Source: an optimization exercise on an open RTL-to-GDS flow (aim: small area, a short achievable clock period and few clock cycles). Production flows keep margins and buffers that such runs may drop. Where RTL was checked, it was by simulation tests only, not by an equivalence proof against the original.

==> trial 33: inputs <==
// flush_dot4
module flush_dot4 (
    input  wire        clk,
    input  wire        rst,
    input  wire        in_valid,
    output wire        in_ready,
    input  wire        in_clear,
    input  wire        in_read,
    input  wire [7:0]  in_level,
    input  wire [3:0]  in_fmt_a,
    input  wire [3:0]  in_fmt_b,
    input  wire [3:0]  in_en,
    input  wire [31:0] in_a,
    input  wire [31:0] in_b,
    output reg         out_valid,
    output wire [95:0] out_acc,
    output wire [1:0]  out_tag,
    output wire        out_inexact
);
Settings: LEC_CHECK=0, ABC_CLOCK_PERIOD_IN_PS=7000, CAP_MARGIN=70, CELL_PAD_IN_SITES_DETAIL_PLACEMENT=2, CELL_PAD_IN_SITES_GLOBAL_PLACEMENT=4, CORE_MARGIN=2, CORE_UTILIZATION=30, PLACE_DENSITY=0.45, SLEW_MARGIN=70; clock period 30.0 ns.
standard.sh (not shown) runs the stock make flow with config.mk's settings and CLKGATE_MAP_FILE= SYNTH_SCRIPT=/design/flow/synth_recipe.tcl, a recipe that flattens the netlist after the stock synthesis.
==> flow/flow/run.sh <==
#!/bin/bash
# The standard layout (standard.sh: ORFS synthesis through finish), with
# one change: ORFS's buffer_ports gives each input and output port a
# sky130_fd_sc_hd__buf_4 instead of the cell it picks by default.
# The full output of the ORFS run goes to standard.log here; ORFS keeps each
# step's own log under orfs/logs/.
set -euo pipefail
bash standard.sh "BUFFER_PORTS_ARGS=-buffer_cell sky130_fd_sc_hd__buf_4" finish > standard.log 2>&1
==> inputs of build 74, as changes to trial 33 <==
--- a/flow/design.v
+++ b/flow/design.v
@@ -59,64 +59,59 @@
     wire [3:0] tzs = {1'b0, tza} + {1'b0, tzb};
     assign tz = nz ? tzs : 4'd15;
     wire [7:0] ts, tc, t;
     flush_csa #(8) u_tc (.x({3'd0, ea}), .y({3'd0, eb}), .z(bx), .s(ts), .c(tc));
     flush_add #(8) u_ta (.a(ts), .b(tc), .cin(1'b0), .s(t));
     wire [7:0] n1 = ~t;                                            
     wire [3:0] rm1 = (n1[7:4] != 4'd0) ? 4'd15 : n1[3:0];
     assign neg     = t[7];
-    assign amt     = neg ? {2'b00, rm1} : t[5:0];
+    assign amt     = neg ? {2'b00, ~rm1} : t[5:0];
 endmodule
 module flush_prod (
     input  wire [7:0]  sa,
     input  wire [7:0]  sb,
-    input  wire        neg,
-    input  wire [5:0]  amt,
-    input  wire [3:0]  tz,
-    output wire [15:0] q,        
-    output wire        ru,       
-    output wire [5:0]  w,
-    output wire        inx       
+    output wire [15:0] p
 );
-    wire [15:0] p;
     flush_mul8 u_mul (.a(sa), .b(sb), .p(p));
-    wire signed [16:0] y = $signed({p[15], p}) >>> amt[3:0];
-    wire sticky = (tz < amt[3:0]);         
-    assign q   = neg ? y[16:1] : p;
-    assign ru  = neg & y[0] & (y[1] | sticky);
-    assign inx = neg & (y[0] | sticky);
-    assign w  = neg ? 6'd0 : amt;
 endmodule
 module flush_lane (
-    input  wire [15:0] q,
+    input  wire [15:0] p,
+    input  wire        neg,
     input  wire [5:0]  w,
     input  wire [3:0]  tz,       
     input  wire [6:0]  hth,      
     input  wire        gz,       
     output wire [69:0] z,
+    output wire        ru,       
+    output wire        inx,      
     output wire        ovf       
 );
-    wire [14:0] xm = q[14:0] ^ {15{q[15]}};
-    reg  [3:0]  bln;
-    integer j;
-    always @* begin
-        bln = 4'd0;
-        for (j = 0; j < 15; j = j + 1)
-            if (xm[j]) bln = j + 1;
-    end
+    wire [14:0] xm = p[14:0] ^ {15{p[15]}};
+    wire [15:0] xb = {xm, 1'b1};
+    wire        i3 = |xb[15:8];
+    wire [7:0]  y3 = i3 ? xb[15:8] : xb[7:0];
+    wire        i2 = |y3[7:4];
+    wire [3:0]  y2 = i2 ? y3[7:4] : y3[3:0];
+    wire        i1 = |y2[3:2];
+    wire [1:0]  y1 = i1 ? y2[3:2] : y2[1:0];
+    wire [3:0]  bln = {i3, i2, i1, y1[1]};
     wire       nz  = (tz != 4'd15);
-    wire       pw  = ~q[15] & (bln == tz + 4'd1);
+    wire       pw  = ~p[15] & (bln == tz + 4'd1);
     wire [6:0] tot = {3'd0, bln} + {1'b0, w};
-    assign ovf = nz & (gz | (tot > hth) | ((tot == hth) & ~pw));
-    wire [16:0] x1 = w[0] ? {q, 1'b0}   : {q[15], q};
+    assign ovf = nz & ~neg & (gz | (tot > hth) | ((tot == hth) & ~pw));
+    wire [16:0] x1 = w[0] ? {p, 1'b0}   : {p[15], p};
     wire [18:0] x2 = w[1] ? {x1, 2'b0}  : {{2{x1[16]}}, x1};
     wire [22:0] x3 = w[2] ? {x2, 4'b0}  : {{4{x2[18]}}, x2};
     wire [30:0] x4 = w[3] ? {x3, 8'b0}  : {{8{x3[22]}}, x3};
-    wire [42:0] x5 = w[4] ? {x4[26:0], 16'b0} : {{12{x4[30]}}, x4};
+    wire        sticky = (tz < ~w[3:0]);
+    assign ru  = neg & x4[15] & (x4[16] | sticky);
+    assign inx = neg & (x4[15] | sticky);
+    wire [30:0] xr = neg ? {{16{x4[30]}}, x4[30:16]} : x4;
+    wire [42:0] x5 = w[4] ? {xr[26:0], 16'b0} : {{12{xr[30]}}, xr};
     assign      z  = w[5] ? {x5[37:0], 32'b0} : {{27{x5[42]}}, x5};
 endmodule
 module flush_mul8 (
     input  wire [7:0]  a,
     input  wire [7:0]  b,
     output wire [15:0] p
 );
     reg [15:0] row [0:8];
@@ -244,124 +239,111 @@
     endgenerate
     reg [7:0] r1_sa [0:3];
     reg [7:0] r1_sb [0:3];
     reg [5:0] r1_amt [0:3];
     reg [3:0] r1_tz [0:3];
     reg [3:0] r1_neg;
     reg [4:0] r1_g;              
     reg       r1_gz;             
-    reg       r1_clear, r1_read, r1_nan, r1_pinf, r1_ninf;
+    reg       r1_clear, r1_read;
+    reg [1:0] r1_tag;            
     integer k;
     always @(posedge clk) begin
         for (k = 0; k < 4; k = k + 1) begin
             r1_sa[k]  <= t_sa[k];
             r1_sb[k]  <= t_sb[k];
             r1_amt[k] <= t_amt[k];
             r1_tz[k]  <= t_tz[k];
         end
         r1_neg    <= t_neg;
         r1_g      <= bsh[9] ? 5'd0 : bsh[6:2];
         r1_gz     <= ~bsh[9] & (bsh[8:0] >= 9'd96);
         r1_clear  <= r0_clear;
         r1_read   <= r0_read;
-        r1_nan    <= |t_nan;
-        r1_pinf   <= |t_pinf;
-        r1_ninf   <= |t_ninf;
+        r1_tag    <= {|(t_nan | t_ninf), |(t_nan | t_pinf)};
     end
-    wire [15:0] t_q [0:3];
-    wire [5:0]  t_w [0:3];
-    wire [3:0]  t_ru, t_inx;
+    wire [15:0] t_p [0:3];
     generate
         for (i = 0; i < 4; i = i + 1) begin : lane2
-            flush_prod u_prod (
-                .sa(r1_sa[i]), .sb(r1_sb[i]), .neg(r1_neg[i]), .amt(r1_amt[i]),
-                .tz(r1_tz[i]),
-                .q(t_q[i]), .ru(t_ru[i]), .w(t_w[i]), .inx(t_inx[i])
-            );
+            flush_prod u_prod (.sa(r1_sa[i]), .sb(r1_sb[i]), .p(t_p[i]));
         end
     endgenerate
-    reg [15:0] r2_q [0:3];
+    reg [15:0] r2_p [0:3];
     reg [5:0]  r2_w [0:3];
-    reg [3:0]  r2_ru;
     reg [3:0]  r2_tz [0:3];
+    reg [3:0]  r2_neg;
     reg [4:0]  r2_g;
-    reg        r2_gz, r2_clear, r2_read, r2_inx, r2_nan, r2_pinf, r2_ninf;
+    reg        r2_gz, r2_clear, r2_read;
+    reg [1:0]  r2_tag;
     always @(posedge clk) begin
         for (k = 0; k < 4; k = k + 1) begin
-            r2_q[k] <= t_q[k];
-            r2_w[k] <= t_w[k];
+            r2_p[k]  <= t_p[k];
+            r2_w[k]  <= r1_amt[k];
             r2_tz[k] <= r1_tz[k];
         end
-        r2_ru    <= t_ru;
+        r2_neg   <= r1_neg;
         r2_g     <= r1_g;
         r2_gz    <= r1_gz;
         r2_clear <= r1_clear;
         r2_read  <= r1_read;
-        r2_inx   <= |t_inx;
-        r2_nan   <= r1_nan;
-        r2_pinf  <= r1_pinf;
-        r2_ninf  <= r1_ninf;
+        r2_tag   <= r1_tag;
     end
     wire [69:0] z [0:3];
-    wire [3:0]  ovf;
+    wire [3:0]  ovf, ru, rinx;
     wire [6:0]  hth = {5'd24 - r2_g, 2'b00};       
     generate
         for (i = 0; i < 4; i = i + 1) begin : lane3
-            flush_lane u_lane (.q(r2_q[i]), .w(r2_w[i]), .tz(r2_tz[i]), .hth(hth), .gz(r2_gz),
-                               .z(z[i]), .ovf(ovf[i]));
+            flush_lane u_lane (.p(r2_p[i]), .neg(r2_neg[i]), .w(r2_w[i]), .tz(r2_tz[i]),
+                               .hth(hth), .gz(r2_gz),
+                               .z(z[i]), .ru(ru[i]), .inx(rinx[i]), .ovf(ovf[i]));
         end
     endgenerate
     wire [71:0] z0 = {{2{z[0][69]}}, z[0]};
     wire [71:0] z1 = {{2{z[1][69]}}, z[1]};
     wire [71:0] z2 = {{2{z[2][69]}}, z[2]};
     wire [71:0] z3 = {{2{z[3][69]}}, z[3]};
     wire [71:0] s0, c0, s1, c1, ssum;
     flush_csa #(72) u_csa0 (z0, z1, z2, s0, c0);
-    flush_csa #(72) u_csa1 (s0, {c0[71:1], r2_ru[0]}, z3, s1, c1);
-    flush_add #(72) u_add0 (.a(s1), .b({c1[71:1], r2_ru[1]}), .cin(r2_ru[2]), .s(ssum));
+    flush_csa #(72) u_csa1 (s0, {c0[71:1], ru[0]}, z3, s1, c1);
+    flush_add #(72) u_add0 (.a(s1), .b({c1[71:1], ru[1]}), .cin(ru[2]), .s(ssum));
     reg [71:0] r3_s;
     reg [4:0]  r3_g;
     reg        r3_gz, r3_c3;
-    reg        r3_clear, r3_read, r3_inx, r3_nan, r3_pinf, r3_ninf;
+    reg        r3_clear, r3_read, r3_inx;
+    reg [1:0]  r3_tag;
     always @(posedge clk) begin
         r3_s     <= ssum;
         r3_g     <= r2_g;
         r3_gz    <= r2_gz;
-        r3_c3    <= r2_ru[3];
+        r3_c3    <= ru[3];
         r3_clear <= r2_clear;
         r3_read  <= r2_read;
-        r3_inx   <= r2_inx | (|ovf);
-        r3_nan   <= r2_nan;
-        r3_pinf  <= r2_pinf;
-        r3_ninf  <= r2_ninf;
+        r3_inx   <= |(rinx | ovf);
+        r3_tag   <= r2_tag;
     end
     reg [95:0] acc;
     reg [1:0]  acc_tag;
     reg        acc_inx;
     reg        rst_d1, rst_d2, rst_d3, rst_d4;
     wire       kill = rst_d1 | rst_d2 | rst_d3 | rst_d4;
     wire [95:0] sx   = {{24{r3_s[71]}}, r3_s};
-    wire [95:0] term = r3_gz ? 96'd0 : (sx << {r3_g, 2'b00});
-    wire [95:0] base = r3_clear ? 96'd0 : acc;
+    wire [95:0] term = (r3_gz | kill) ? 96'd0 : (sx << {r3_g, 2'b00});
+    wire [95:0] base = (r3_clear | kill) ? 96'd0 : acc;
     wire [95:0] nacc;
-    flush_add #(96) u_add1 (.a(base), .b(term), .cin(r3_c3), .s(nacc));
+    flush_add #(96) u_add1 (.a(base), .b(term), .cin(r3_c3 & ~kill), .s(nacc));
     wire [1:0] btag = r3_clear ? NUM : acc_tag;
-    wire any_nan  = (btag == NAN)  | r3_nan;
-    wire any_pinf = (btag == PINF) | r3_pinf;
-    wire any_ninf = (btag == NINF) | r3_ninf;
-    wire [1:0] ntag = (any_nan | (any_pinf & any_ninf)) ? NAN :
-                      any_pinf ? PINF : any_ninf ? NINF : NUM;
+    wire [1:0] ntag = btag | r3_tag;
     wire ninx = (~r3_clear & acc_inx) | r3_inx;
     always @(posedge clk) begin
         rst_d1    <= rst;
         rst_d2    <= rst_d1;
         rst_d3    <= rst_d2;
         rst_d4    <= rst_d3;
-        acc       <= kill ? 96'd0 : nacc;
+        acc       <= nacc;
         acc_tag   <= kill ? NUM : ntag;
         acc_inx   <= ~kill & ninx;
         out_valid <= ~rst & ~kill & r3_read;
     end
     assign out_acc     = acc;
     assign out_tag     = acc_tag;
     assign out_inexact = acc_inx;
 endmodule
==> flow/flow/run.sh (replaced) <==
#!/bin/bash
# The standard layout (standard.sh: ORFS synthesis through finish), with
# two changes: repair_timing aims for 22.8 ns of setup slack, and buffer_ports gives each input and output port a
# sky130_fd_sc_hd__buf_4 instead of the cell it picks by default.
# The full output of the ORFS run goes to standard.log here; ORFS keeps each
# step's own log under orfs/logs/.
set -euo pipefail
bash standard.sh "BUFFER_PORTS_ARGS=-buffer_cell sky130_fd_sc_hd__buf_4" SETUP_SLACK_MARGIN=22.8 finish > standard.log 2>&1
- CAP_MARGIN: 70 -> 20
- SLEW_MARGIN: 70 -> 20
==> inputs of trial 48, as changes to trial 33 <==
--- a/flow/design.v
+++ b/flow/design.v
@@ -91,23 +91,24 @@
     input  wire [5:0]  w,
     input  wire [3:0]  tz,       
     input  wire [6:0]  hth,      
     input  wire        gz,       
     output wire [69:0] z,
     output wire        ovf       
 );
     wire [14:0] xm = q[14:0] ^ {15{q[15]}};
-    reg  [3:0]  bln;
-    integer j;
-    always @* begin
-        bln = 4'd0;
-        for (j = 0; j < 15; j = j + 1)
-            if (xm[j]) bln = j + 1;
-    end
+    wire [15:0] xb = {xm, 1'b1};
+    wire        i3 = |xb[15:8];
+    wire [7:0]  y3 = i3 ? xb[15:8] : xb[7:0];
+    wire        i2 = |y3[7:4];
+    wire [3:0]  y2 = i2 ? y3[7:4] : y3[3:0];
+    wire        i1 = |y2[3:2];
+    wire [1:0]  y1 = i1 ? y2[3:2] : y2[1:0];
+    wire [3:0]  bln = {i3, i2, i1, y1[1]};
     wire       nz  = (tz != 4'd15);
     wire       pw  = ~q[15] & (bln == tz + 4'd1);
     wire [6:0] tot = {3'd0, bln} + {1'b0, w};
     assign ovf = nz & (gz | (tot > hth) | ((tot == hth) & ~pw));
     wire [16:0] x1 = w[0] ? {q, 1'b0}   : {q[15], q};
     wire [18:0] x2 = w[1] ? {x1, 2'b0}  : {{2{x1[16]}}, x1};
     wire [22:0] x3 = w[2] ? {x2, 4'b0}  : {{4{x2[18]}}, x2};
     wire [30:0] x4 = w[3] ? {x3, 8'b0}  : {{8{x3[22]}}, x3};
@@ -335,33 +336,33 @@
         r3_ninf  <= r2_ninf;
     end
     reg [95:0] acc;
     reg [1:0]  acc_tag;
     reg        acc_inx;
     reg        rst_d1, rst_d2, rst_d3, rst_d4;
     wire       kill = rst_d1 | rst_d2 | rst_d3 | rst_d4;
     wire [95:0] sx   = {{24{r3_s[71]}}, r3_s};
-    wire [95:0] term = r3_gz ? 96'd0 : (sx << {r3_g, 2'b00});
-    wire [95:0] base = r3_clear ? 96'd0 : acc;
+    wire [95:0] term = (r3_gz | kill) ? 96'd0 : (sx << {r3_g, 2'b00});
+    wire [95:0] base = (r3_clear | kill) ? 96'd0 : acc;
     wire [95:0] nacc;
-    flush_add #(96) u_add1 (.a(base), .b(term), .cin(r3_c3), .s(nacc));
+    flush_add #(96) u_add1 (.a(base), .b(term), .cin(r3_c3 & ~kill), .s(nacc));
     wire [1:0] btag = r3_clear ? NUM : acc_tag;
     wire any_nan  = (btag == NAN)  | r3_nan;
     wire any_pinf = (btag == PINF) | r3_pinf;
     wire any_ninf = (btag == NINF) | r3_ninf;
     wire [1:0] ntag = (any_nan | (any_pinf & any_ninf)) ? NAN :
                       any_pinf ? PINF : any_ninf ? NINF : NUM;
     wire ninx = (~r3_clear & acc_inx) | r3_inx;
     always @(posedge clk) begin
         rst_d1    <= rst;
         rst_d2    <= rst_d1;
         rst_d3    <= rst_d2;
         rst_d4    <= rst_d3;
-        acc       <= kill ? 96'd0 : nacc;
+        acc       <= nacc;
         acc_tag   <= kill ? NUM : ntag;
         acc_inx   <= ~kill & ninx;
         out_valid <= ~rst & ~kill & r3_read;
     end
     assign out_acc     = acc;
     assign out_tag     = acc_tag;
     assign out_inexact = acc_inx;
 endmodule
==> flow/flow/run.sh (replaced) <==
#!/bin/bash
# The standard layout (standard.sh: ORFS synthesis through finish), with
# two changes: repair_timing aims for 22.8 ns of setup slack, and buffer_ports gives each input and output port a
# sky130_fd_sc_hd__buf_4 instead of the cell it picks by default.
# The full output of the ORFS run goes to standard.log here; ORFS keeps each
# step's own log under orfs/logs/.
set -euo pipefail
bash standard.sh "BUFFER_PORTS_ARGS=-buffer_cell sky130_fd_sc_hd__buf_4" SETUP_SLACK_MARGIN=22.8 finish > standard.log 2>&1
- CAP_MARGIN: 70 -> 20
- CELL_PAD_IN_SITES_DETAIL_PLACEMENT: 2 -> 1
- CELL_PAD_IN_SITES_GLOBAL_PLACEMENT: 4 -> 2
- CORE_UTILIZATION: 30 -> 50
- PLACE_DENSITY: 0.45 -> 0.62
- SLEW_MARGIN: 70 -> 20
==> run summary <==
quantity                                                                               trial 33                  build 74                  trial 48
Post-detailed-placement cell area                                                  57,650 sq um              54,150 sq um              54,810 sq um
Max stage delay cell, worst path                                       sky130_fd_sc_hd__dfxtp_1  sky130_fd_sc_hd__dfxtp_4  sky130_fd_sc_hd__dfxtp_4
Wire length of the first global-routing pass                                    346,600 microns           334,500 microns           305,100 microns
Parity-gate share of the synthesized area counting xor and xnor cells                    3.115%                    3.025%                    3.096%
Core area                                                                         174,000 sq um             167,400 sq um             104,800 sq um
Most frequently used cell type in the post-synthesis netlist           sky130_fd_sc_hd__nand2_1    sky130_fd_sc_hd__inv_1    sky130_fd_sc_hd__inv_1
Routability congestion estimate from global placement                                    0.9142                    0.8889                     1.083
Clock network latency to the later pin of the worst-skew pair                           0.72 ns                   0.72 ns                   0.71 ns
Most common cell after layout, fill and taps aside                     sky130_fd_sc_hd__nand2_1    sky130_fd_sc_hd__inv_1    sky130_fd_sc_hd__inv_1
Worst clock skew                                                                     0.05791 ns                0.03950 ns                0.06426 ns
Tmin final                                                                             7.374 ns                  7.181 ns                  7.175 ns
Fraction of the mapped netlist area in simple logic gates                                18.61%                    17.56%                    17.50%
Area added between synthesis and finish                                                  15.07%                    13.11%                    9.195%
Uppermost layer routed                                                                     met4                      met4                      met5
Detailed placement HPWL                                                         194,800 microns           187,200 microns           161,800 microns
Syn_area_per_cell                                                                   8.075 sq um               8.266 sq um               8.097 sq um
Total clock buffers created by CTS                                                           74                        69                        61
Initial Utilization                                                                      30.22%                    30.27%                    50.20%
Count of placed standard cells including taps                                             8,778                     8,281                     7,774
Global-route usage over all layers                                                       25.83%                    26.01%                    36.76%
Post-CTS setup buffer count                                                                   0                         4                         2
Outcome                                                                 complete, no violations   complete, no violations   complete, no violations
Testbench counts of trial 33, summed over its fixed seeds: cycles 12,040.
Testbench counts of build 74, summed over its fixed seeds: cycles 12,040.
No functional check of the RTL was part of trial 48.

==> port drivers added, routing unchanged <==
Ports are ideal in the flow. The routed layouts listed here were re-timed in OpenROAD. Step 1 sets driving cells, clkbuf_16 on the clock port and buf_2 on the other inputs (assumed; they add their load-dependent delay and slew). Step 2 times the ports against the registers' clock, not the clock port: input delays grow and output delays shrink by t, the midpoint of the rising clock arrivals with the driver on. Three values: no drivers, after step 1, after step 2; two values: the first two.
run	shift t [ns]	slack for setup (ns)	worst slew at a driven data input, ns
trial 33	0.780	22.626 / 22.539 / 23.044	0.07
build 74	0.784	22.819 / 22.734 / 22.916	0.08
trial 48	0.753	22.825 / 22.749 / 22.852	0.09
After both steps setup and hold are still met in every run listed.
